Background: an optimization exercise with open tools, aiming at small area, a short achievable clock period and few clock cycles per item. Do not read the settings as production practice.
At most, simulation tests tie the RTL to the original design; equivalence was not proved.
No functional check of the RTL was part of run 3.
Power and IR drop assume default switching activity.

==> design/flow/design.v <==
module photre_enc (
    input  wire        clk,
    input  wire        rst,           
    input  wire        start,
    output wire        ready,         
    input  wire [6:0]  cfg_width,     
    input  wire [4:0]  cfg_rows,      
    input  wire [1:0]  cfg_depth,     
    input  wire [4:0]  cfg_q,         
    input  wire        cfg_mono,      
    input  wire        px_valid,
    output wire        px_ready,
    input  wire [15:0] px_data,
    output reg         out_valid,
    output reg  [31:0] out_data,
    output reg         out_last,
    output reg  [4:0]  out_k0,
    output reg  [15:0] out_nbits
);
    function [4:0] mstep;
        input [4:0] r;
        input       b;
        input [4:0] q;
        reg   [5:0] t;
        begin
            t = {r, b};
            mstep = (t >= {1'b0, q}) ? (t - {1'b0, q}) : t[4:0];
        end
    endfunction
    reg rst_r;
    always @(posedge clk) rst_r <= rst;
    wire srst = rst_r;
    reg        ready_r, pxr_r;
    assign ready    = ready_r;
    assign px_ready = pxr_r;
    reg [6:0]  cW;
    reg [4:0]  cR;
    reg [1:0]  cD;
    reg [4:0]  cQ;
    reg        cM;
    wire acc_start = start & ready_r;
    wire        p2 = ~cM;
    reg  [15:0] maxv;
    reg  [15:0] first;
    always @* begin
        case (cD)
            2'd0: begin maxv = 16'h03ff; first = 16'h0200; end
            2'd1: begin maxv = 16'h0fff; first = 16'h0800; end
            2'd2: begin maxv = 16'h3fff; first = 16'h2000; end
            default: begin maxv = 16'hffff; first = 16'h8000; end
        endcase
    end
    wire [3:0]  hq   = cQ[4:1];
    wire [6:0]  Wv   = 7'd64;
    wire [5:0]  N0v  = 6'd32;
    wire [7:0]  pWv  = p2 ? 8'd128 : 8'd64;
    reg        in_act;
    reg [6:0]  in_x;
    reg [4:0]  in_r;
    wire       in_last = (in_x == cW - 7'd1) && (in_r == cR - 5'd1);
    wire       take    = px_valid & pxr_r;
    always @(posedge clk) begin
        if (srst) begin
            in_act <= 1'b0;
        end else if (acc_start) begin
            in_act <= 1'b1;
            in_x   <= 7'd0;
            in_r   <= 5'd0;
        end else if (take) begin
            if (in_x == cW - 7'd1) begin
                in_x <= 7'd0;
                in_r <= in_r + 5'd1;
                if (in_r == cR - 5'd1) in_act <= 1'b0;
            end else begin
                in_x <= in_x + 7'd1;
            end
        end
    end
    reg        r0v;
    reg [15:0] d0;
    localparam F_REAL = 0, F_CODE = 1, F_GEND = 2, F_SEND = 3,
               F_NOA = 4, F_NOB = 5, F_RP = 6, F_N0 = 7, F_CF = 8;
    localparam PH_IDLE = 3'd0, PH_P1 = 3'd1, PH_RP = 3'd2, PH_NM = 3'd3, PH_FL = 3'd4, PH_CF = 3'd5;
    reg [2:0]  ph;
    reg [6:0]  x;
    reg [4:0]  r;
    reg [1:0]  fcnt;
    reg        it_val, it_in;
    reg [8:0]  it_fl;
    reg [2:0]  nx_ph;
    reg [6:0]  nx_x;
    reg [4:0]  nx_r;
    reg [1:0]  nx_fcnt;
    reg        it_real;
    always @* begin
        it_val  = 1'b0;
        it_in   = 1'b0;
        it_fl   = 9'd0;
        nx_ph   = ph;
        nx_x    = x;
        nx_r    = r;
        nx_fcnt = fcnt;
        it_real = (x < cW);
        case (ph)
        PH_P1, PH_RP, PH_NM: begin
            it_val = 1'b1;
            it_in  = it_real && (ph != PH_RP);
            it_fl[F_REAL] = it_real;
            it_fl[F_CODE] = it_real && (ph != PH_P1);
            it_fl[F_GEND] = it_real && ((x == cW - 7'd1) || (x[4:0] == 5'd31));
            it_fl[F_SEND] = it_real && (ph != PH_P1) && (x == cW - 7'd1) && (r == cR - 5'd1);
            it_fl[F_NOA]  = p2 ? (x < 7'd2) : (x == 7'd0);
            it_fl[F_NOB]  = p2 ? (r < 5'd2) : (r == 5'd0);
            it_fl[F_RP]   = (ph == PH_RP);
            it_fl[F_N0]   = (ph != PH_NM);
            if (ph == PH_P1) begin
                if (x == {1'b0, N0v} - 7'd1) begin
                    nx_ph = PH_RP;
                    nx_x  = 7'd0;
                end else begin
                    nx_x  = x + 7'd1;
                end
            end else if (ph == PH_RP) begin
                if (x == {1'b0, N0v} - 7'd1) begin
                    if ({1'b0, N0v} == Wv) begin
                        nx_x = 7'd0;
                        if (cR == 5'd1) begin
                            nx_ph   = PH_FL;
                            nx_fcnt = 2'd0;
                        end else begin
                            nx_ph = PH_NM;
                            nx_r  = 5'd1;
                        end
                    end else begin
                        nx_ph = PH_NM;
                        nx_x  = x + 7'd1;
                    end
                end else begin
                    nx_x = x + 7'd1;
                end
            end else begin
                if (x == Wv - 7'd1) begin
                    nx_x = 7'd0;
                    if (r == cR - 5'd1) begin
                        nx_ph   = PH_FL;
                        nx_fcnt = 2'd0;
                    end else begin
                        nx_r = r + 5'd1;
                    end
                end else begin
                    nx_x = x + 7'd1;
                end
            end
        end
        PH_CF: begin
            it_val = 1'b1;
            it_fl[F_CF] = 1'b1;
            nx_ph  = PH_P1;
            nx_x   = 7'd0;
            nx_r   = 5'd0;
        end
        PH_FL: begin
            it_val  = 1'b1;
            nx_fcnt = fcnt + 2'd1;
            if (fcnt == 2'd1) nx_ph = PH_IDLE;
        end
        default: ;
        endcase
    end
    localparam NB = 17;
    wire [2:0]  rw = (cQ == 5'd1) ? 3'd0 : (cQ < 5'd4) ? 3'd2 : (cQ < 5'd8) ? 3'd3 :
                     (cQ < 5'd16) ? 3'd4 : 3'd5;
    wire [5:0]  qone  = 6'd1 << rw;
    wire [4:0]  rmask = qone[4:0] - 5'd1;    
    wire [4:0]  kq    = qone[4:0] - cQ;      
    reg  [NB-1:0] fP;
    reg  [NB-1:0] mP;
    function [NB-1:0] pack;
        input [16:0] qv;
        input [4:0]  rv;
        input [2:0]  w;
        begin
            pack = ({qv[15:0], 5'd0} >> (5 - w)) | {12'd0, rv};
        end
    endfunction
    reg [8:0]  f1, f2;
    reg [15:0] x1, x2;            
    reg [4:0]  y1, y2;            
    reg [NB-1:0] c1, c2;
    reg        cgeb2, cleb2;
    reg        live;
    reg [6:0]  rot;
    reg        pkst_r;
    wire aligned = ~live | (rot == 7'd0);
    wire fadv    = it_val & aligned & ~pkst_r & (~it_in | r0v) & ~srst;
    wire consume = fadv & it_in;
    wire r0free  = ~r0v | consume;
    wire act     = acc_start & ~srst;
    reg  [NB-1:0] E1, E2, T1, T2;
    reg  [NB*28-1:0] sA;
    reg  [NB*32-1:0] sB32;
    reg  [NB*64-1:0] sB64;
    wire [NB-1:0] chA = sA[NB*28-1 -: NB];
    wire [NB-1:0] chB = f1[F_N0] ? chA : sB32[NB*32-1 -: NB];
    wire [NB-1:0] chC = (f1[F_N0] | ~p2) ? chB : sB64[NB*64-1 -: NB];
    wire [NB-1:0] rec;       
    always @(posedge clk) begin
        E1   <= fadv ? rec : T2;
        E2   <= E1;
        sA   <= {sA[NB*27-1:0], E2};
        sB32 <= {sB32[NB*31-1:0], chA};
        sB64 <= {sB64[NB*63-1:0], chB};
        T1   <= chC;
        T2   <= T1;
    end
    function [1:0] cmp17;
        input [16:0] a;
        input [16:0] b;
        integer i;
        reg eq, gt;
        begin
            eq = 1'b1;
            gt = 1'b0;
            for (i = 16; i >= 0; i = i - 1) begin
                gt = gt | (eq & a[i] & ~b[i]);
                eq = eq & ~(a[i] ^ b[i]);
            end
            cmp17 = {gt, eq};
        end
    endfunction
    function [20:0] dsteps;
        input [4:0]  r0;
        input [15:0] xin;
        input [4:0]  q;
        input integer hi;
        input integer lo;
        integer i;
        reg [4:0]  rr;
        reg [15:0] xx;
        reg [5:0]  t;
        begin
            rr = r0;
            xx = xin;
            for (i = 15; i >= 0; i = i - 1) begin
                if (i <= hi && i >= lo) begin
                    t = {rr, xx[i]};
                    if (t >= {1'b0, q}) begin
                        rr = t[4:0] - q;
                        xx[i] = 1'b1;
                    end else begin
                        rr = t[4:0];
                        xx[i] = 1'b0;
                    end
                end
            end
            dsteps = {rr, xx};
        end
    endfunction
    wire [15:0] xs0 = it_fl[F_CF] ? first : (d0 & maxv);
    wire [20:0] ds0 = dsteps(5'd0, xs0, cQ, 15, 9);
    wire [15:0] rpQ = chC >> rw;
    wire [4:0]  rpR = chC[4:0] & rmask;
    wire [NB-1:0] c0s = p2 ? T2 : T1;
    wire [20:0]   ds1  = dsteps(y1, x1, cQ, 8, 2);
    wire [NB-1:0] b1s  = f1[F_NOB] ? fP : T1;
    wire [1:0]    ccb  = cmp17(c1, b1s);
    wire          cgeb = ccb[1] | ccb[0];
    wire          cleb = ~ccb[1];
    wire [20:0]   ds2 = dsteps(y2, x2, cQ, 1, 0);
    wire [15:0]   Qv = f2[F_RP] ? x2 : ds2[15:0];
    wire [4:0]    Rv = f2[F_RP] ? y2 : ds2[20:16];
    wire [NB-1:0] b2 = f2[F_NOB] ? fP : T2;
    wire [NB-1:0] a2 = p2 ? E2 : E1;
    wire [4:0]    am = a2[4:0] & rmask;
    wire [4:0]    bm = b2[4:0] & rmask;
    wire [4:0]    cm = c2[4:0] & rmask;
    wire [1:0] cca  = cmp17(c2, a2);
    wire [1:0] cab  = cmp17(a2, b2);
    wire agtb = cab[1];
    wire cgea = cca[1] | cca[0];
    wire clea = ~cca[1];
    wire cmax = cgea & cgeb2;
    wire cmin = clea & cleb2;
    wire selB = f2[F_NOA] | (~f2[F_NOB] & ((cmax & agtb) | (~cmax & cmin & ~agtb)));
    wire selC = ~f2[F_NOA] & ~f2[F_NOB] & ~cmax & ~cmin;
    wire signed [6:0] rs0  = $signed({2'b00, am}) + $signed({2'b00, bm}) - $signed({2'b00, cm});
    wire              rsn  = rs0[6];
    wire              rsq  = ~rs0[6] & (rs0 >= $signed({2'b00, cQ}));
    wire        [4:0] abcm = rsn ? (rs0[4:0] + cQ) : rsq ? (rs0[4:0] - cQ) : rs0[4:0];
    wire        [NB:0] abs0 = {1'b0, a2} + {1'b0, b2} - {1'b0, c2};
    wire        [NB-1:0] abc = rsn ? (abs0[NB-1:0] - {12'd0, kq}) :
                               rsq ? (abs0[NB-1:0] + {12'd0, kq}) : abs0[NB-1:0];
    wire [5:0] rvh  = {1'b0, Rv} + {2'b00, hq};
    wire [5:0] rvl  = {1'b0, Rv} - {2'b00, hq};           
    wire       rvln = ({1'b0, Rv} < {2'b00, hq});
    wire [1:0] kA = {({1'b0, am}   > rvh), (~rvln & ({1'b0, am}   < rvl))};
    wire [1:0] kB = {({1'b0, bm}   > rvh), (~rvln & ({1'b0, bm}   < rvl))};
    wire [1:0] kC = {({1'b0, abcm} > rvh), (~rvln & ({1'b0, abcm} < rvl))};
    wire [1:0] kS = selB ? kB : selC ? kC : kA;
    wire [4:0] pmS = selB ? bm : selC ? abcm : am;
    wire [16:0] Qv1  = {1'b0, Qv} + 17'd1;
    wire [15:0] Qvm  = Qv - 16'd1;
    wire        qz   = (Qv == 16'd0);
    wire [16:0] Qru  = kS[1] ? {1'b0, Qvm} : kS[0] ? Qv1 : {1'b0, Qv};
    wire        rneg = kS[1] & qz;
    wire [NB-1:0] ruP = pack(Qru, pmS, rw);
    wire [1:0]    cmx = cmp17(ruP, mP);
    wire        rovf = Qru[16] | cmx[1];
    assign rec = rneg ? {NB{1'b0}} : rovf ? mP : ruP;
    wire [NB-1:0] Psel = selB ? b2 : selC ? abc : a2;
    wire [15:0]   Qp   = Psel >> rw;
    wire [17:0]   qe   = {rneg, rneg | Qru[16], Qru[15:0]} - {2'b00, Qp};
    wire [16:0]   msym = {qe[15:0] ^ {16{qe[17]}}, qe[17]};
    wire signed [6:0] mr0 = $signed({1'b0, Rv, 1'b0}) - 7'sd1;
    wire [4:0]  mRn = mr0[6] ? (cQ - 5'd1) : (mr0 >= $signed({2'b00, cQ})) ? (mr0[4:0] - cQ) : mr0[4:0];
    wire [16:0] mQn = mr0[6] ? ({Qv, 1'b0} - 17'd1) : (mr0 >= $signed({2'b00, cQ})) ? ({Qv, 1'b0} + 17'd1) : {Qv, 1'b0};
    wire ben = ~pkst_r;
    reg        r4v, r5v;
    reg [2:0]  f4;           
    reg [16:0] m4;
    reg  [22:0] sacc;             
    reg  [5:0]  gcnt;
    reg  [4:0]  kcur;
    wire [22:0] sm1 = sacc + {6'd0, m4};
    wire [5:0]  gn  = gcnt + 6'd1;
    function lt6;
        input [5:0] a;
        input [5:0] b;
        integer i;
        reg eq, lt;
        begin
            eq = 1'b1;
            lt = 1'b0;
            for (i = 5; i >= 0; i = i - 1) begin
                lt = lt | (eq & ~a[i] & b[i]);
                eq = eq & ~(a[i] ^ b[i]);
            end
            lt6 = lt;
        end
    endfunction
    reg  [4:0]  knew;
    reg  [16:0] kok;
    wire [27:0] smx = {6'd0, sm1[21:0]};
    reg  [16:0] hiz;                  
    integer     kj, ki;
    always @* begin
        hiz[16] = 1'b0;
        for (kj = 15; kj >= 0; kj = kj - 1)
            hiz[kj] = hiz[kj+1] | smx[kj + 6];
        for (ki = 0; ki < 17; ki = ki + 1)
            kok[ki] = sm1[22] | ((~hiz[ki]) & lt6(smx[ki +: 6], gn));
        knew = 5'd17;
        for (ki = 16; ki >= 0; ki = ki - 1)
            if (kok[ki]) knew = ki[4:0];
    end
    wire [16:0] u4   = m4 >> kcur;
    wire        esc4 = (|u4[16:5]) | (u4[4] & u4[3]);
    wire [16:0] lowm = m4 & ~(17'h1ffff << kcur);
    wire [17:0] fld4 = esc4 ? {1'b0, m4} : {lowm, 1'b1};
    wire [4:0]  off4 = esc4 ? 5'd24 : u4[4:0];
    wire [5:0]  cln4 = esc4 ? 6'd45 : ({1'b0, u4[4:0]} + {1'b0, kcur} + 6'd1);
    reg  [17:0] fld5;
    reg  [4:0]  off5;
    reg  [5:0]  cln5;
    reg         snd5;
    reg  [95:0] pacc;
    reg  [6:0]  pn;
    reg         pfl;
    reg         nbclr;
    wire        pk_in  = r5v & ~pkst_r;
    wire [6:0]  psh    = pn + {2'd0, off5};
    wire [48:0] prot   = {31'd0, fld5} << psh[4:0];
    wire        pw0    = pk_in & (psh[6:5] == 2'd0);
    wire        pw1    = pk_in & (psh[6:5] == 2'd1);
    wire        pw2    = pk_in & (psh[6:5] == 2'd2);
    wire [95:0] pins   = {({32{pw1}} & {15'd0, prot[48:32]}) | ({32{pw2}} & prot[31:0]),
                          ({32{pw0}} & {15'd0, prot[48:32]}) | ({32{pw1}} & prot[31:0]),
                          {32{pw0}} & prot[31:0]};
    wire [95:0] pT     = pacc | pins;
    wire [7:0]  pnt    = pk_in ? ({1'b0, pn} + {2'd0, cln5}) : {1'b0, pn};
    wire        pend_s = pfl | (pk_in & snd5);
    wire        pemit  = pend_s | (pnt >= 8'd32);
    wire        plast  = pend_s & (pnt <= 8'd32);
    wire [6:0]  pn_nx  = pemit ? ((pnt > 8'd32) ? (pnt[6:0] - 7'd32) : 7'd0) : pnt[6:0];
    wire        pfl_nx = pend_s & (pnt > 8'd32);
    wire        r5v_nx  = ben ? (r4v & f4[0]) : r5v;
    wire [5:0]  cln5_nx = ben ? cln4 : cln5;
    wire        pkst_nx = r5v_nx & (pfl_nx | (({1'b0, pn_nx} + {2'd0, cln5_nx}) > 8'd96));
    wire [7:0]  Lcur   = f1[F_N0] ? {2'd0, N0v} : pWv;
    reg         live_pr;
    reg  [6:0]  rot_pr;
    always @* begin
        live_pr = live;
        rot_pr  = rot;
        if (fadv) begin
            if (f2[F_N0]) live_pr = 1'b1;
        end else if (live) begin
            rot_pr = ({1'b0, rot} == Lcur - 8'd1) ? 7'd0 : rot + 7'd1;
        end
    end
    wire        live_nx = live_pr & ~act;
    wire [6:0]  rot_nx  = act ? 7'd0 : rot_pr;
    wire aligned_pr = ~live_pr | (rot_pr == 7'd0);
    wire [2:0]  ph_pr  = fadv ? nx_ph : ph;
    wire [6:0]  x_pr   = fadv ? nx_x  : x;
    wire        in_nx  = ((ph_pr == PH_P1) | (ph_pr == PH_NM)) & (x_pr < cW);
    wire        r0v_pr = pxr_r | (r0v & ~consume);
    wire        cons_pr = in_nx & aligned_pr & ~pkst_nx;
    wire        inact_pr = in_act & ~(pxr_r & in_last);
    wire        pxr_nx = ~rst & ~srst & ((inact_pr & (~r0v_pr | cons_pr)) | act);
    wire        rdy_nx = ~rst & ~srst & ~inact_pr & ~acc_start & (ph_pr == PH_IDLE);
    always @(posedge clk) begin
        pxr_r   <= pxr_nx;
        ready_r <= rdy_nx;
    end
    always @(posedge clk) begin
        if (r0free) d0 <= px_data;
    end
    always @(posedge clk) begin
        if (srst) begin
            ph     <= PH_IDLE;
            x      <= 7'd0;
            r      <= 5'd0;
            fcnt   <= 2'd0;
            r0v    <= 1'b0;
            f1     <= 9'd0;
            f2     <= 9'd0;
            live   <= 1'b0;
            rot    <= 7'd0;
        end else begin
            r0v  <= take | (r0v & ~consume);
            live <= live_nx;
            rot  <= rot_nx;
            if (act) begin
                cW  <= cfg_width;
                cR  <= cfg_rows;
                cD  <= cfg_depth;
                cQ  <= cfg_q;
                cM  <= cfg_mono;
                ph  <= PH_CF;
                x   <= 7'd0;
                r   <= 5'd0;
            end else if (fadv) begin
                ph   <= nx_ph;
                x    <= nx_x;
                r    <= nx_r;
                fcnt <= nx_fcnt;
            end
            if (fadv) begin
                f1 <= it_fl;
                f2 <= f1;
            end
        end
    end
    always @(posedge clk) begin
        if (fadv) begin
            x1    <= it_fl[F_RP] ? rpQ : ds0[15:0];
            y1    <= it_fl[F_RP] ? rpR : ds0[20:16];
            c1    <= c0s;
            x2    <= f1[F_RP] ? x1 : ds1[15:0];
            y2    <= f1[F_RP] ? y1 : ds1[20:16];
            c2    <= c1;
            cgeb2 <= cgeb;
            cleb2 <= cleb;
            if (f2[F_CF]) begin
                fP <= pack({1'b0, Qv}, Rv, rw);
                mP <= pack(mQn, mRn, rw);
            end
        end
    end
    always @(posedge clk) begin
        if (srst) begin
            r4v <= 1'b0;
            r5v <= 1'b0;
            sacc <= 23'h7fffff;
            gcnt <= 6'd0;
        end else if (ben) begin
            r4v <= fadv & f2[F_REAL];
            r5v <= r4v & f4[0];
            if (r4v) begin
                if (f4[1]) begin
                    sacc <= 23'h7fffff;
                    gcnt <= 6'd0;
                end else begin
                    sacc <= sm1;
                    gcnt <= gn;
                end
            end
        end
    end
    always @(posedge clk) begin
        if (ben) begin
            f4   <= {f2[F_SEND], f2[F_GEND], f2[F_CODE]};
            m4   <= msym;
            fld5 <= fld4;
            off5 <= off4;
            cln5 <= cln4;
            snd5 <= f4[2];
            if (r4v & f4[1]) begin
                kcur <= knew;
                if (!f4[0]) out_k0 <= knew;      
            end
        end
    end
    always @(posedge clk) begin
        if (srst) begin
            pacc   <= 96'd0;
            pn     <= 7'd0;
            pfl    <= 1'b0;
            pkst_r <= 1'b0;
            nbclr  <= 1'b1;
        end else begin
            pacc   <= pemit ? (pT >> 32) : pT;
            pn     <= pn_nx;
            pfl    <= pfl_nx;
            pkst_r <= pkst_nx;
            if (pk_in) begin
                out_nbits <= (nbclr ? 16'd0 : out_nbits) + {10'd0, cln5};
                nbclr     <= snd5;
            end
        end
    end
    always @(posedge clk) begin
        out_valid <= pemit & ~rst & ~srst;
        out_last  <= plast & ~rst & ~srst;
        out_data  <= pT[31:0];
    end
endmodule
==> design/flow/flow/run.sh <==
#!/bin/bash
# The standard layout (standard.sh), with plain buf_2 buffers on the ports
# in place of the delay buffers that buffer_ports picks by default.  The
# whole ORFS output goes to standard.log in the work folder.
set -euo pipefail
cd "$(dirname "$0")/.."
export BUFFER_PORTS_ARGS="-buffer_cell sky130_fd_sc_hd__buf_2"
bash standard.sh > standard.log 2>&1
==> design/flow/standard.sh <==
#!/bin/bash
# synth_recipe.tcl (not shown) runs the flow's synth.tcl, then flattens the netlist and writes it again
# the make line also repeats each setting of config.mk as NAME=value (left out here)
make -C /OpenROAD-flow-scripts/flow DESIGN_CONFIG=/design/flow/config.mk WORK_HOME=/design/flow/orfs CLKGATE_MAP_FILE= SYNTH_SCRIPT=/design/flow/synth_recipe.tcl "${@:-finish}"
==> design/flow/config.mk <==
export PLATFORM = sky130hd
export DESIGN_NAME = photre_enc
export DESIGN_NICKNAME = photre_enc
export VERILOG_FILES = /design/flow/design.v
export SDC_FILE = /design/flow/constraint.sdc
export NUM_CORES = 4
export LEC_CHECK = 0
export CAP_MARGIN = 5
export CORE_MARGIN = 2
export CORE_UTILIZATION = 50
export CTS_BUF_LIST = sky130_fd_sc_hd__clkbuf_16
export CTS_CLUSTER_DIAMETER = 80
export CTS_CLUSTER_SIZE = 30
export SLEW_MARGIN = 5
==> design/flow/constraint.sdc <==
create_clock -name core_clock -period 70.0 [get_ports {clk}]
set_input_delay 14.0000 -clock core_clock [delete_from_list [all_inputs] [get_ports {clk}]]
set_output_delay 14.0000 -clock core_clock [all_outputs]
set_load 0.01 [all_outputs]
==> results_dict.tcl, run 1 <==
set metrics [dict create \
    avgRoutedWirePerCell_um 18.86 \
    antenna_found_initial 5 \
    timing.rr.start "cQ[1]$_DFFE_PP_" \
    power_per_cell_area_nw_per_um2 41.25 \
    clk_latency_ns 0.83 \
    min_from "sB64[874]$_DFF_P_" \
    grt_usage 0.2038 \
    worstPathRequired_ns 56.00 \
    die_h_um 409.8 \
    grt-ovfl-total 0 \
    worst_pin_slew_ns 1.217 \
    slowest_stage "edfxtp_1" \
    rrSetupSlack_ns 55.48 \
    via_per_inst 5.211 \
    ant_nets 0 \
    cts_tree "yes" \
    io_pins 97 \
    fin_skew_ns 0.08193 \
    synth-edff-count 230 \
    grt_max_degree 80 \
    min_to "sB64[891]$_DFF_P_" \
    swShare 0.3439 \
    critical_path.cell_chain "buf_2" \
    vias 47720 \
    syn_inst 6866 \
    place_ws_ns 54.27 \
    holdWs_ns 0.2976 \
    core_area_um2 163100 \
    num_rows 148 \
    busiest_layer "met2" \
    critical_path_class "reg -> out" \
    drc 0 \
    finalHoldViolCount 0 \
    synth_top_area_share 0.5838 \
    r2r_end "m4[3]$_DFFE_PN_" \
    worstPathMaxFanout 5 \
    routed_wl_mm 172.7 \
    die_x_um 409.8 \
    seq_power_share 0.446 \
    root_buffer "clkbuf_16" \
    fin_area_um2 89280 \
    syn_area_um2 82330 \
    clk_pin_slew_ns 0.11 \
    worst-path-buf-inv 1 \
    yosys.area.top_type "dfxtp_1" \
    grt_pass1_wl_mm 267.9 \
    fmax_ghz 0.06460 \
    area_delta_synth_final_pct 8.439 \
    cts_max_path_buffers 3 \
    setup_slack_ns 54.52 \
    synth_async_sr_flop_share 0 \
    met1_usage 0.2933 \
    gp_congestion 0.9256 \
    firstDrtPassIters 5 \
    synth_area_leaders "dfxtp_1 58%, edfxtp_1 8.4%, ha_1 4.2%" \
    drtIter0Drc 3107 \
    die_area_um2 167900 \
    cts_buffers 119 \
    synth_common_cells "2,401 x dfxtp_1, 499 x nor2_1, 465 x nand2_1" \
    cts_num_sinks 2631 \
    rsz0062_at_grt "false" \
    synth_warnings 1 \
    hold_depth 0 \
    comb_power_share 0.328 \
    synth_ff_type "dfxtp_1" \
    period_minus_slack_ns 15.48 \
    clkPwrFrac 0.225 \
    ys_types 113 \
    period_share 0.2211 \
    internal-power_w 0.002417 \
    slew_violations 0 \
    crit_path_max_incr_delay_ns 0.48 \
    relSlewSlack 0.1801 \
    power_leakage_nw 36.26 \
    worst_setup_path_end_kind "output pin" \
    cp_top_family "flip-flops" \
    drive_gt1_frac 0.07163 \
    grt_util_met3 0.02534 \
    layout.nets 7287 \
    status "finished clean" \
    cts_htree_levels 3 \
    syn_area_per_cell_um2 11.99 \
    synth_seq_cells 2631 \
    ctsHoldBuffers 0 \
    post_cts_buffers 0 \
    worst_r2r_path_depth 53 \
    start_kind "flop" \
    setup_viol 0 \
    postPlaceCellArea_um2 85250 \
    io_buffer_count 96 \
    power_switching_w 0.001267 \
    start_util 0.5047 \
    synth.most_common_cell "dfxtp_1" \
    hold_class "reg -> reg" \
    synth.yosys.seq_area_share 0.6677 \
    worst_ep_arrival_time_ns 1.48 \
    post_cts_resized 0 \
    dp.final_hpwl_mm 121.4 \
    fin_setup_tns_ns 0 \
    ir_worst_vdd_v 0.00005923 \
    grt_pass1_vias 46040 \
    maxCapViolations 0 \
    grt_use_met2 0.3165 \
]
-- cell families after synthesis --
family	share of synthesized area
multiplexers	0.03409
buffers and inverters	0.02530
AND/OR/NAND/NOR	0.08377
XOR/XNOR	0.02872
adder cells (fa/ha/maj)	0.05902
other	0.00004555
AO/OA/AOI/OAI	0.1014
flip-flops	0.6677
-- power by group through the flow --
| stage | Clock, W | Combinational (W) | Sequential, W |
|---|---|---|---|
| floorplan | 0 | 0.000894 | 0.00165 |
| global placement | 0 | 0.00116 | 0.00168 |
| detailed placement | 0 | 0.00118 | 0.00168 |
| CTS | 0.000859 | 0.00119 | 0.00164 |
| global route | 0.000912 | 0.00133 | 0.00165 |
| finish | 0.000831 | 0.00121 | 0.00164 |
-- metal layers --
layer,wire [µm],up-vias
li1,-,23580
met1,83250,22820
met2,75670,1069
met3,8215,250
met4,5606,0
met5,0,-
-- final cells by class --
type	instances	area, µm²
tap	2175	2721
antenna	3	7.507
inverter	297	1116
fill	13830	73860
clock buffer	121	3028
timing repair buffer	175	1074
multi-input combinational	3696	25360
clock inverter	60	994.7
sequential	2631	54980
-- worst max path at each step --
stage	startpoint	slack [ns]	cells after the start	endpoint
6_report	out_nbits[12]$_DFFE_PP_	54.52	1	out_nbits[12]
5_1_grt	cQ[1]$_DFFE_PP_	54.25	53	m4[3]$_DFFE_PN_
4_1_cts	out_nbits[11]$_DFFE_PP_	54.44	1	out_nbits[11]
3_5_place_dp	start	54.27	7	fcnt[1]$_SDFFE_PP0P_
3_3_place_gp	start	54.30	7	fcnt[0]$_SDFFE_PP0P_
2_1_floorplan	start	54.40	5	fcnt[0]$_SDFFE_PP0P_
-- stage by stage --
step | util | total power, W | std cells
detailed placement | 0.5226 | 0.002863 | 8974
floorplan | - | 0.002548 | 6867
global route | 0.5472 | 0.003891 | 9155
finish | 0.5473 | 0.003683 | 9158
CTS | 0.5472 | 0.003696 | 9155
global placement | 0.5226 | 0.002839 | 8974
-- sequential cells by signal (all words and copies together) (netlist names), 18 cells and up --
signal    flops
sacc         23
sB64       1088
pacc         96
out_data     32
fld5         18
sA          476
sB32        544
-- cell usage in the layout (no fill, tap or decap), types with 17 or more instances in the layout --
cell,n
a21o_1,101
edfxtp_1,230
o21bai_1,27
ha_1,276
clkinv_16,17
maj3_1,37
nand4_1,31
mux2_2,72
fa_1,50
a221oi_1,29
and2_1,42
xnor2_1,191
and3_1,51
nand3_1,82
nor2_1,495
o211ai_1,54
buf_2,96
nor4_1,20
nor2b_1,68
buf_4,79
nand2_1,462
a221o_1,18
nand2b_1,44
mux2i_1,176
dfxtp_1,2400
xor2_1,78
o31ai_1,24
a21oi_1,372
clkbuf_16,121
inv_1,295
o22ai_1,26
o21ai_0,282
a211oi_1,106
a22oi_1,27
a31oi_1,32
or3_1,31
nor3_1,95
Testbench counts, summed over its fixed seeds: cycles 102,241, pixels 98,304.
==> run 2: changes to the inputs <==
--- a/design/flow/config.mk
+++ b/design/flow/config.mk
@@ -7,7 +7,7 @@
 export LEC_CHECK = 0
 export CAP_MARGIN = 5
 export CORE_MARGIN = 2
-export CORE_UTILIZATION = 50
+export CORE_UTILIZATION = 40
 export CTS_BUF_LIST = sky130_fd_sc_hd__clkbuf_16
 export CTS_CLUSTER_DIAMETER = 80
 export CTS_CLUSTER_SIZE = 30
==> run 2 against run 1 <==
  * Sequential share of layout area shrank 0.33 points
  * Combinational power barely moved
  * Synthesized area is the same
  * Flip-flop and latch count did not move
  * Critical path type unchanged
  * Critical endpoint is now out_nbits[7]
  * Clock power fell by 2%
  * Via count is 0.64% higher
  * Synthesized cell count did not move
  * Register-to-register slack got worse by 0.03 ns
==> results_dict.tcl, run 2 <==
set metrics [dict create \
    status "finished clean" \
    routed_wl_mm 174.4 \
    cp_top_family "flip-flops" \
    syn_inst 6866 \
    critical_path_class "reg -> out" \
    postPlaceCellArea_um2 85880 \
    synth_async_sr_flop_share 0 \
    setup_slack_ns 54.56 \
    period_minus_slack_ns 15.44 \
    post_cts_buffers 0 \
    ant_nets 0 \
    grt_usage 0.1638 \
    die_area_um2 209500 \
    final_cell_mix "2,400 x dfxtp_1, 495 x nor2_1, 462 x nand2_1" \
    grt_pass1_wl_mm 272.6 \
    slew_violations 0 \
    die_h_um 457.7 \
    vias 48030 \
    cts_buffers 117 \
    yosys.area.top_type "dfxtp_1" \
    power_per_cell_area_nw_per_um2 41.18 \
    fin_area_um2 89760 \
    largest_reg_flops 1088 \
    worstPathRequired_ns 56.00 \
    fin_skew_ns 0.06374 \
    drtIter0Drc 3455 \
    synth_area_leaders "dfxtp_1 58%, edfxtp_1 8.4%, ha_1 4.2%" \
    clk_pin_slew_ns 0.11 \
    fin_setup_tns_ns 0 \
    slowest_stage "edfxtp_1" \
    hold_class "reg -> reg" \
    reg_top3 "sB64 (1088), sB32 (544), sA (476)" \
    power_leakage_nw 36.19 \
    syn_area_per_cell_um2 11.99 \
    die_x_um 457.7 \
    dp.final_hpwl_mm 121.3 \
    layout.nets 7283 \
    critical_path.cell_chain "buf_2" \
    ys_types 113 \
    period_share 0.2205 \
    grt_pass1_vias 46900 \
    num_rows 166 \
    synth_ff_type "dfxtp_1" \
    area_delta_synth_final_pct 9.024 \
    antenna_found_initial 2 \
    start_kind "flop" \
    regMostFlops "sB64" \
    grt_max_degree 96 \
    drc 0 \
    root_buffer "clkbuf_16" \
    power.total_w 0.003696 \
    io_buffer_count 96 \
    avgRoutedWirePerCell_um 18.05 \
    crit_path_max_incr_delay_ns 0.48 \
    core_area_um2 204600 \
    ctsHoldBuffers 0 \
    cts_htree_levels 3 \
    cts_tree "yes" \
    syn_area_um2 82330 \
    firstDrtPassIters 6 \
    synth-edff-count 230 \
    synth.most_common_cell "dfxtp_1" \
    setup_viol 0 \
    synth_top_area_share 0.5838 \
    cts_max_path_buffers 3 \
    synth.yosys.seq_area_share 0.6677 \
    final_common_cell "dfxtp_1" \
    cts_num_sinks 2631 \
    worst_pin_slew_ns 1.281 \
    drive_gt1_frac 0.06957 \
    synth_warnings 1 \
    maxCapViolations 0 \
    start_util 0.4024 \
    worst-path-buf-inv 1 \
    ir_worst_vdd_v 0.00006236 \
    worstPathMaxFanout 5 \
    grt-ovfl-total 0 \
    rsz0062_at_grt "false" \
    clk_latency_ns 0.81 \
    post_cts_resized 0 \
    gp_congestion 0.9218 \
    relSlewSlack 0.1440 \
    io_pins 97 \
    synth_seq_cells 2631 \
    place_ws_ns 54.41 \
    via_per_inst 4.971 \
    worst_ep_arrival_time_ns 1.44 \
    worst_setup_path_end_kind "output pin" \
    fmax_ghz 0.06479 \
    fill_cells 18690 \
    finalHoldViolCount 0 \
    synth_common_cells "2,401 x dfxtp_1, 499 x nor2_1, 465 x nand2_1" \
]
## run 2: layout make-up
class / instances / area (µm²) / share of cell area
timing repair buffer: 173 / 1059 / 0.01179
inverter: 297 / 1116 / 0.01243
clock inverter: 56 / 920.9 / 0.01026
multi-input combinational: 3696 / 25370 / 0.2826
tap: 2688 / 3363 / 0.03747
sequential: 2631 / 54980 / 0.6125
antenna: 3 / 7.507 / 0.00008363
clock buffer: 118 / 2953 / 0.03290
## run 2: logic make-up after synthesis
| family | after synthesis | share of synthesized area |
|---|---|---|
| muxes | 262 | 0.03409 |
| and+or+nand+nor | 1503 | 0.08377 |
| AOI/OAI and AO/OA | 1293 | 0.1014 |
| other | 1 | 0.00004555 |
| xor gates and xnor gates | 270 | 0.02872 |
| buffers and inverters | 540 | 0.02530 |
| DFF | 2631 | 0.6677 |
| adders and majority gates | 366 | 0.05902 |
## run 2: per-stage QoR
stage | cells | hold WS (ns) | utilization
after floorplan | 6867 | 0.3096 | -
after global placement | 9485 | 0.3096 | 0.4198
after detailed placement | 9485 | 0.3121 | 0.4198
after CTS | 9659 | 0.2729 | 0.4387
after global routing | 9659 | 0.2678 | 0.4387
final | 9662 | 0.2825 | 0.4388
## run 2: per-layer routing
metal,global-route usage,wire (µm),vias up
met4,0.05242,5602,2
met1,0.2313,83810,23150
met3,0.02168,7602,270
met2,0.2600,77370,1019
met5,0,11,-
li1,-,-,23590
## run 2: path summary, 6_finish.rpt
check / start / cells past startpoint / slack [ns] / to
worst min-delay path: sA[16]$_DFF_P_ / 0 / 0.28 / sA[33]$_DFF_P_
worst min register to register: sA[16]$_DFF_P_ / 0 / 0.28 / sA[33]$_DFF_P_
worst max register to register: cQ[1]$_DFFE_PP_ / 51 / 55.45 / y2[3]$_DFFE_PP_
worst max-delay path: out_nbits[7]$_DFFE_PP_ / 1 / 54.56 / out_nbits[7]
## run 2: where the power goes
part	total [W]	internal, W	leakage [nW]	switching (W)
sequential	0.00164	0.00160	21.8	0.0000363
clock	0.000816	0.000333	1.89	0.000483
combinational	0.00124	0.000475	12.5	0.000764
total	0.00370	0.00241	36.2	0.00128
==> run 3: changes to the inputs <==
--- a/design/flow/design.v
+++ b/design/flow/design.v
@@ -407,7 +407,7 @@
     wire        r0v_pr = pxr_r | (r0v & ~consume);
     wire        cons_pr = in_nx & aligned_pr & ~pkst_nx;
     wire        inact_pr = in_act & ~(pxr_r & in_last);
-    wire        pxr_nx = ~rst & ~srst & ((inact_pr & (~r0v_pr | cons_pr)) | act);
+    wire        pxr_nx = ~rst & ~srst & inact_pr & (~r0v_pr | cons_pr);
     wire        rdy_nx = ~rst & ~srst & ~inact_pr & ~acc_start & (ph_pr == PH_IDLE);
     always @(posedge clk) begin
         pxr_r   <= pxr_nx;
==> design/flow/run.sh (new file) <==
#!/bin/bash
# synth_recipe.tcl (not shown) runs the flow's synth.tcl, then flattens the netlist and writes it again
# the make line also repeats each setting of config.mk as NAME=value (left out here)
make -C /OpenROAD-flow-scripts/flow DESIGN_CONFIG=/design/flow/config.mk WORK_HOME=/design/flow/orfs CLKGATE_MAP_FILE= SYNTH_SCRIPT=/design/flow/synth_recipe.tcl finish
==> design/flow/config.mk (replaced) <==
export PLATFORM = sky130hd
export DESIGN_NAME = photre_enc
export DESIGN_NICKNAME = photre_enc
export VERILOG_FILES = /design/flow/design.v
export SDC_FILE = /design/flow/constraint.sdc
export NUM_CORES = 4
export LEC_CHECK = 0
export CAP_MARGIN = 20
export CORE_MARGIN = 2
export CORE_UTILIZATION = 40
export CTS_BUF_LIST = sky130_fd_sc_hd__clkbuf_8
export CTS_CLUSTER_DIAMETER = 50
export CTS_CLUSTER_SIZE = 16
export SLEW_MARGIN = 20
removed: design/flow/flow/run.sh
removed: design/flow/standard.sh
==> run 3 against run 2 <==
  * Global-route usage rose by 1.3 points
  * Critical endpoint unchanged
  * Combinational power rose by about 10%
  * Count of clock-buffer cells in the layout rose by 114
  * Register-to-register slack improved by 0.33 ns
  * Die area rose by 0.83%
  * Cell count rose by 2.6%
  * Utilization rose by 0.38 points
  * Flip-flop and latch count did not move
  * Via count rose by 3.7%
  * Sequential power rose by 3%
  * Highest routed layer unchanged
  * Power rose by 5.3%
  * Largest cell class unchanged
==> results_dict.tcl, run 3 <==
set metrics [dict create \
    routed_wl_mm 188.4 \
    syn_area_um2 83020 \
    grt-ovfl-total 0 \
    internal-power_w 0.002503 \
    synth.most_common_cell "dfxtp_1" \
    power_switching_w 0.001390 \
    rsz0062_at_grt "false" \
    crit_path_max_incr_delay_ns 0.58 \
    synth_ff_type "dfxtp_1" \
    fin_skew_ns 0.06604 \
    synth_top_area_share 0.5789 \
    synth_async_sr_flop_share 0 \
    regMostFlops "sB64" \
    finalHoldViolCount 0 \
    via_per_inst 5.020 \
    yosys.area.top_type "dfxtp_1" \
    synth_area_leaders "dfxtp_1 58%, edfxtp_1 8.3%, ha_1 4.2%" \
    ctsHoldBuffers 0 \
    drc 0 \
    firstDrtPassIters 7 \
    slowest_stage "clkdlybuf4s50_1" \
    setup_viol 0 \
    largest_reg_flops 1088 \
    avgRoutedWirePerCell_um 19.00 \
    grt_pass1_wl_mm 290.3 \
    cts_max_path_buffers 3 \
    power_per_cell_area_nw_per_um2 42.56 \
    final_common_cell "dfxtp_1" \
    clk_pin_slew_ns 0.09 \
    critical_path.cell_chain "clkdlybuf4s50_1" \
    post_cts_buffers 0 \
    grt_pass1_vias 48520 \
    synth.yosys.seq_area_share 0.6621 \
    reg_top3 "sB64 (1088), sB32 (544), sA (476)" \
    start_kind "flop" \
    drtIter0Drc 3907 \
    antenna_found_initial 9 \
    area_delta_synth_final_pct 10.17 \
    grt_usage 0.1768 \
    core_area_um2 206700 \
    worstPathRequired_ns 56.00 \
    cp_top_family "buffers and inverters" \
    maxCapViolations 0 \
    num_rows 167 \
    syn_area_per_cell_um2 11.97 \
    cts_buffers 219 \
    gp_congestion 0.9273 \
    die_h_um 459.6 \
    start_util 0.4018 \
    layout.nets 7461 \
    synth_warnings 1 \
    clk_latency_ns 0.99 \
    worstPathMaxFanout 5 \
    grt_max_degree 80 \
    period_minus_slack_ns 15.99 \
    drive_gt1_frac 0.08200 \
    syn_inst 6935 \
    power.total_w 0.003893 \
    status "finished clean" \
    relSlewSlack 0.1448 \
    synth_common_cells "2,401 x dfxtp_1, 513 x nor2_1, 476 x nand2_1" \
    power_leakage_nw 36.89 \
    io_buffer_count 96 \
    worst_pin_slew_ns 1.283 \
    period_share 0.2284 \
    die_x_um 459.6 \
    root_buffer "clkbuf_8" \
    cts_num_sinks 2631 \
    hold_class "reg -> reg" \
    cts_tree "yes" \
    ys_types 112 \
    synth_seq_cells 2631 \
    worst-path-buf-inv 1 \
    ant_nets 0 \
    critical_path_class "reg -> out" \
    synth-edff-count 230 \
    final_cell_mix "2,400 x dfxtp_1, 509 x nor2_1, 474 x nand2_1" \
    comb_power_share 0.351 \
    worst_setup_path_end_kind "output pin" \
    cts_htree_levels 4 \
    fmax_ghz 0.06255 \
    seq_power_share 0.434 \
    fin_setup_tns_ns 0 \
    dp.final_hpwl_mm 132.2 \
    ir_worst_vdd_v 0.0001181 \
    clkPwrFrac 0.215 \
    post_cts_resized 0 \
    io_pins 97 \
    die_area_um2 211200 \
    slew_violations 0 \
    swShare 0.3571 \
    worst_ep_arrival_time_ns 1.99 \
    vias 49780 \
]
==> run 3: stage by stage <==
stage | worst slack [ns] | cell area [µm²] | utilization | hold slack (ns) | std cells
2_1_floorplan | 54.41 | 83030 | - | 0.3096 | 6936
3_3_place_gp | 53.71 | 87170 | 0.4218 | 0.3097 | 9573
3_5_place_dp | 53.76 | 87190 | 0.4219 | 0.3121 | 9576
4_1_cts | 53.86 | 91430 | 0.4424 | 0.2866 | 9910
5_1_grt | 53.86 | 91470 | 0.4426 | 0.2924 | 9916
6_report | 54.01 | 91470 | 0.4426 | 0.2949 | 9916
==> run 3: power groups by stage <==
stage,Clock (W),Combinational [W],Sequential (W)
after detailed placement,0,0.00134,0.00172
final,0.000838,0.00137,0.00169
after global placement,0,0.00131,0.00172
after CTS,0.000872,0.00135,0.00169
after floorplan,0,0.000985,0.00170
after global routing,0.000929,0.00150,0.00170
==> run 3: final cells by class <==
type | instances | area [µm²]
sequential | 2631 | 54980
clock inverter | 102 | 1044
antenna | 5 | 12.51
multi-input combinational | 3770 | 26130
clock buffer | 232 | 3193
inverter | 282 | 1062
tap | 2704 | 3383
fill | 18930 | 115200
timing repair buffer | 190 | 1664
==> run 3: layer usage <==
| layer | wire, µm | global-route usage | part of all wire | vias to the layer above |
|---|---|---|---|---|
| li1 | - | - | - | 24210 |
| met1 | 88380 | 0.2473 | 0.47 | 23850 |
| met2 | 81400 | 0.2684 | 0.43 | 1355 |
| met3 | 11790 | 0.03653 | 0.063 | 360 |
| met4 | 6813 | 0.06705 | 0.036 | 2 |
| met5 | 15 | 0 | 0.000080 | - |
==> run 3: cell families (layout without fill, tap and decap cells) <==
group                    Yosys count  count (layout)  share of synthesized area
multiplexers                     261             261                    0.03447
AND/OR/NAND/NOR                 1545            1545                    0.08557
AO/OA/AOI/OAI                   1320            1320                     0.1052
XOR/XNOR                         275             275                    0.02919
adder cells (fa/ha/maj)          367             367                    0.05862
other                              1               7                 0.00004517
flip-flops                      2631            2631                     0.6621
buffers and inverters            535             806                    0.02476
==> run 3: worst paths after layout <==
| path | from | to | slack, ns | cells past startpoint |
|---|---|---|---|---|
| worst max-delay path | out_nbits[7]$_DFFE_PP_ | out_nbits[7] | 54.01 | 1 |
| worst min-delay path | sB64[1043]$_DFF_P_ | sB64[1060]$_DFF_P_ | 0.29 | 0 |
| worst max register to register | cQ[2]$_DFFE_PP_ | m4[10]$_DFFE_PN_ | 55.78 | 56 |
| worst min register to register | sB64[1043]$_DFF_P_ | sB64[1060]$_DFF_P_ | 0.29 | 0 |

static timing again, ports no longer ideal:
The results above use ideal ports. As a check the final layouts listed here were re-extracted and re-timed, cells and wires unchanged. Step 1, drivers: a clkbuf_16 drives clk and a buf_2 each remaining input, both assumed. Step 2 moves the port delays by t, midway between the first and last clock arrival at a register: inputs arrive t later, outputs are due t later. That takes back most of the time a late clock gives input paths. Three values: no drivers, after step 1, after step 2; two values: the first two.
| run | t, ns | setup WS [ns] | worst setup path after step 2 | latest minus earliest clock arrival (ns) | cell pins on the clock port's net |
|---|---|---|---|---|---|
| run 1 | 0.873 | 54.521 / 54.440 / 54.342 | input to register | 0.082 / 0.083 | 1 |
| run 2 | 0.857 | 54.565 / 54.483 / 54.444 | input to register | 0.064 / 0.064 | 1 |
| run 3 | 1.044 | 54.014 / 53.928 / 53.756 | input to register | 0.071 / 0.071 | 1 |
After both steps setup and hold are still met in every run listed. The setup slack of run 3, which loses most, moves by -0.086 ns with the drivers and by -0.258 ns with both steps.
